From an optimization exercise on the open Yosys and OpenROAD flow, aimed at small area, a short achievable clock period and few clock cycles; shortcuts taken in it are not production practice.
In this exercise RTL edits were held to simulation tests only and were not proved equivalent to the original.
Power and IR drop assume default switching activity.

==> flow/design.v (excerpt) <==
module thm_ff (
    input  wire        clk,
    input  wire        rst,
    input  wire        cmd_valid,
    output wire        cmd_ready,
    input  wire [1:0]  cmd_op,
    input  wire [4:0]  cmd_idx,
    input  wire [15:0] cmd_data,
    input  wire [11:0] cmd_half,
    input  wire [7:0]  cmd_w0,
    input  wire [7:0]  cmd_w1,
    input  wire [7:0]  cmd_w2,
    input  wire [7:0]  cmd_w3,
    input  wire [15:0] cmd_gain,
    input  wire [15:0] cmd_dclk,
    input  wire [15:0] cmd_heat,
    input  wire [15:0] cmd_stamp,
    input  wire [1:0]  cmd_dist,
    input  wire        cmd_last,
    output reg         res_valid,
    output wire [15:0] res_q,
    output wire [15:0] res_ff
);
    localparam OP_FTAB = 2'd0;
    localparam OP_CFG  = 2'd1;
    localparam OP_CELL = 2'd2;
    localparam FQ = 3;                   
    reg rst_q;
    always @(posedge clk) rst_q <= rst;
    reg [11:0] half;
    reg [13:0] half3;                    
    reg [7:0]  w0, w1, w2, w3;
    reg [15:0] gain;
    reg        rdy;
    assign cmd_ready = rdy;
  ...
Size: ~6,900 cells after synthesis, about 170 I/O pins.
==> flow/config.mk <==
export PLATFORM = sky130hd
export DESIGN_NAME = thm_ff
export DESIGN_NICKNAME = thm_ff
export VERILOG_FILES = /design/flow/design.v
export SDC_FILE = /design/flow/constraint.sdc
export NUM_CORES = 4
export LEC_CHECK = 0
export CAP_MARGIN = 20
export CORE_MARGIN = 2
export CORE_UTILIZATION = 40
export PLACE_DENSITY = 0.6
export SLEW_MARGIN = 20
export SYNTH_MEMORY_MAX_BITS = 8192
==> flow/constraint.sdc <==
create_clock -name core_clock -period 12.0 [get_ports {clk}]
set_input_delay 2.4000 -clock core_clock [delete_from_list [all_inputs] [get_ports {clk}]]
set_output_delay 2.4000 -clock core_clock [all_outputs]
set_load 0.01 [all_outputs]
run.sh (not shown) runs the stock make flow with config.mk's settings and CLKGATE_MAP_FILE= SYNTH_SCRIPT=/design/flow/synth_recipe.tcl, a recipe that flattens the netlist after the stock synthesis.
Testbench counts at the start, summed over its fixed seeds: cycles 56,265.
Next try:
==> flow/flow/run.sh (new file) <==
#!/bin/bash
# The standard layout (the standard.sh: standard synthesis, floorplan,
# placement, CTS, routing) with a larger setup slack margin for ORFS's timing
# repair, so that repair_timing sizes and buffers the design towards a
# shorter period than the 12 ns clock asks for. The SDC is not changed.
set -euo pipefail
MARGIN=$(cat flow/margin.txt)
bash standard.sh SETUP_SLACK_MARGIN=$MARGIN finish > standard.log 2>&1
==> flow/flow/margin.txt (new file) <==
8.0
==> flow/standard.sh (new file) <==
#!/bin/bash
# synth_recipe.tcl (not shown) runs the flow's synth.tcl, then flattens the netlist and writes it again
# the make line also repeats each setting of config.mk as NAME=value (left out here)
make -C /OpenROAD-flow-scripts/flow DESIGN_CONFIG=/design/flow/config.mk WORK_HOME=/design/flow/orfs CLKGATE_MAP_FILE= SYNTH_SCRIPT=/design/flow/synth_recipe.tcl "${@:-finish}"
removed: flow/run.sh
- global-route usage decreases by 0.11 points
- critical path depth increases by 10
- design area hardly moves
- total power decreases by 1.5%
- setup slack is better by 0.45 ns

========
== old ==
thm_ff, a different RTL version from the one above (not shown whole).
For scale: roughly 170 I/O pins.
Settings: LEC_CHECK=0, CAP_MARGIN=20, CORE_MARGIN=2, CORE_UTILIZATION=40, PLACE_DENSITY=0.6, SLEW_MARGIN=20, SYNTH_MEMORY_MAX_BITS=8192; clock period 12.0 ns.
standard.sh (not shown) runs the stock make flow with config.mk's settings and CLKGATE_MAP_FILE= SYNTH_SCRIPT=/design/flow/synth_recipe.tcl, a recipe that flattens the netlist after the stock synthesis.
==> flow/flow/run.sh <==
#!/bin/bash
# The standard layout (the standard.sh: standard synthesis, floorplan,
# placement, CTS, routing) with a larger setup slack margin for ORFS's timing
# repair, so that repair_timing sizes and buffers the design towards a
# shorter period than the 12 ns clock asks for. The SDC is not changed.
set -euo pipefail
MARGIN=$(cat flow/margin.txt)
bash standard.sh SETUP_SLACK_MARGIN=$MARGIN finish > standard.log 2>&1
==> flow/flow/margin.txt <==
8.5
old finished all stages; the layout is clean.
Testbench counts of old, summed over its fixed seeds: cycles 56,265.
#### Input delta (new over old)
# old
export LEC_CHECK = 0
export CAP_MARGIN = 20
export CORE_MARGIN = 2
export CORE_UTILIZATION = 40
export PLACE_DENSITY = 0.6
export SLEW_MARGIN = 20
export SYNTH_MEMORY_MAX_BITS = 8192
create_clock -name core_clock -period 12.0 [get_ports {clk}]
# new
export LEC_CHECK = 0
export CAP_MARGIN = 20
export CORE_MARGIN = 2
export CORE_UTILIZATION = 60
export PLACE_DENSITY = 0.75
export SLEW_MARGIN = 20
export SYNTH_MEMORY_MAX_BITS = 8192
create_clock -name core_clock -period 12.0 [get_ports {clk}]
==> comparison <==
Row number of inserted filler cells in the final layout: new lower / old higher
Total non-filler cell area in the finished layout: new better than old
Compared with old, in new sequential share of layout area grew by 0.76 points, power drawn by the sequential cells held steady, total power shrank by about 2.8%.

========
== indigo ==
thm_ff, a different RTL version from the one above (not shown whole).
Size: roughly 6500 cells after synthesis, about 1400 flip-flops, about 67000 µm² of cells after synthesis.
export LEC_CHECK = 0
export CAP_MARGIN = 20
export CORE_MARGIN = 2
export CORE_UTILIZATION = 60
export CTS_CLUSTER_DIAMETER = 100
export CTS_CLUSTER_SIZE = 22
export PLACE_DENSITY = 0.75
export SLEW_MARGIN = 20
export SYNTH_MEMORY_MAX_BITS = 8192
create_clock -name core_clock -period 12.0 [get_ports {clk}]
==> flow/flow/margin.txt <==
8.25
Scripts as last shown in full above: flow/flow/run.sh
Testbench counts of indigo, summed over its fixed seeds: cycles 56,137.
The following lists how zinc was set up differently from indigo:
- PLACE_DENSITY: 0.75 -> 0.85
- CORE_UTILIZATION: 60 -> 70
==> flow/flow/margin.txt <==
8.7
--- outcome ---
| post-synthesis share of cell area spent on xor and xnor gates | zinc vs indigo | ≈ equal |
Comparing zinc and indigo, the higher final design instance area without fill is on zinc.
In the metrics for zinc and indigo, the one carrying the higher cell area reported after detailed placement is indigo.
Routing usage on met1 for zinc is higher than for indigo.
In zinc, the number of setup buffers added after CTS came out 35 above the value in indigo.
Cell leakage power: zinc > indigo
NOTE wire length on met1 indigo->zinc decreased by a few percent
zinc — final worst-path cycle share 0.40 points lower, indigo as reference
Per the comparison of zinc with indigo, number of tap cells added at floorplan fell by 15%, final hold slack rose by 0.0034 ns.
Estimated wirelength of the detail-placed design delta (zinc − indigo): unfavourable
Setup changes, zinc to nickel
- PLACE_DENSITY changed from 0.85 to 0.75
- CTS_CLUSTER_DIAMETER removed (was 100)
- CORE_UTILIZATION changed from 70 to 60
- CTS_CLUSTER_SIZE removed (was 22)
==> flow/flow/margin.txt <==
8.5
Findings:
When nickel is measured against zinc, its effective utilization at floorplan turns out 10 points lower. When nickel is measured against zinc, its pin count of the biggest net entering global routing turns out about 54% lower. Cmp nickel and zinc / post-route cell area / higher: nickel. nickel | status: complete | timing, DRC, antenna: pass. Row number of cells traversed by the worst register-to-register path: nickel lower / zinc higher.
Here is what was changed in the inputs of garnet compared with nickel.
- an added CTS_CLUSTER_SIZE of 22
- a change of PLACE_DENSITY from 0.75 to 0.85
- a change of CORE_UTILIZATION from 60 to 70
- an added CTS_CLUSTER_DIAMETER of 100
--- outcome ---
Clock share of power, nickel and garnet, lower one = garnet.
Diff nickel -> garnet | via count of the routed design | up slightly
Against nickel as the reference, garnet delivers a higher global routing usage summed across all routing layers.
nickel → garnet: power drawn by the combinational cells now larger; diode insertion count for antenna repair now larger.
Fraction of area in clock buffers and inverters delta for garnet relative to nickel: 3.4 points lower
In garnet, final critical-path required period is lower than in nickel.
Measured against each other, nickel and garnet differ in number of standard cells in the layout, taps in and fillers out, the lower figure coming from garnet.
Placeable core area delta for garnet relative to nickel: 14% lower
Number of cell rows in garnet is about 7% lower than in nickel
Between nickel and garnet, hold slack is lower for nickel, garnet comes in above that.
#### Input delta (onyx over garnet)
- CORE_UTILIZATION: 70 -> 60
- PLACE_DENSITY: 0.85 -> 0.75
## What came out
- onyx finished all stages; the layout is clean.
- Sort onyx and garnet by utilization, ascending, and onyx comes first.
- In onyx the time the final worst path needs with I/O delays and setup turned out 0.0097 ns higher than in garnet.
- Between garnet and onyx, the flow reports routed wire length on met3 decreasing by more than 10%.
- Row total cell area at the placement stage: onyx higher / garnet lower
- In onyx the total number of tap cells turned out 223 higher than in garnet.
Edits applied to the flow inputs when going from onyx to xenon:
- CORE_UTILIZATION changed from 60 to 70
- CTS_CLUSTER_SIZE removed (was 22)
- PLACE_DENSITY changed from 0.75 to 0.85
- CTS_CLUSTER_DIAMETER removed (was 100)
Results
The number of non-clock inverters in the layout was comparable across xenon and onyx. xenon vs. onyx: power went up; fraction of power consumed by combinational cells went down 3.3 points; worst hold slack +0.021 ns; routed wire length now larger; die area dropped about 14%. Final design area excluding fillers sits higher in xenon than in onyx. xenon vs. onyx: switching share of power lost 1.0 points; number of rows in the core area lost 7.4%; filler-free cell count of the finished design lost 59; number of CTS-inserted buffers picked up an extra 60.

re-timing with driven ports:
Ports are ideal in the flow. The routed layouts listed here were re-timed in OpenROAD. Step 1, drivers: a clkbuf_16 drives clk and a buf_2 each remaining input, both assumed. Step 2 also shifts input and output timing later by t, the mid clock arrival at the registers, as if the neighbouring blocks saw the same clock. a / b / c = ideal ports / drivers / drivers and shift; a / b = the first two.
| run | shift t [ns] | setup slack, ns | worst setup path at the end | latest minus earliest clock arrival (ns) | worst register clock-pin slew, ns |
|---|---|---|---|---|---|
| the first run of note 1 | 0.861 | 7.585 / 7.503 / 7.453 | input to register | 0.044 / 0.044 | 0.07 / 0.07 |
| the second run of note 1 | 0.863 | 8.039 / 7.976 / 7.452 | input to register | 0.043 / 0.042 | 0.07 / 0.07 |
| old | 0.877 | 8.082 / 7.997 / 7.733 | input to register | 0.087 / 0.087 | 0.07 / 0.07 |
| new | 0.822 | 8.177 / 8.101 / 7.792 | input to register | 0.050 / 0.049 | 0.07 / 0.07 |
| indigo | 0.751 | 8.184 / 8.114 / 7.642 | input to register | 0.072 / 0.072 | 0.10 / 0.10 |
| zinc | 0.774 | 8.232 / 8.157 / 7.928 | input to register | 0.067 / 0.067 | 0.11 / 0.11 |
| nickel | 0.834 | 8.205 / 8.130 / 7.722 | input to register | 0.058 / 0.059 | 0.07 / 0.07 |
| garnet | 0.770 | 8.259 / 8.184 / 7.707 | input to register | 0.052 / 0.051 | 0.10 / 0.10 |
| onyx | 0.770 | 8.249 / 8.176 / 7.704 | input to register | 0.082 / 0.083 | 0.10 / 0.10 |
| xenon | 0.849 | 8.191 / 8.113 / 7.586 | input to register | 0.060 / 0.060 | 0.08 / 0.08 |
After both steps setup and hold are still met in every run listed. For xenon, which loses most, drivers alone change the setup slack by -0.078 ns; drivers and shift together by -0.605 ns.
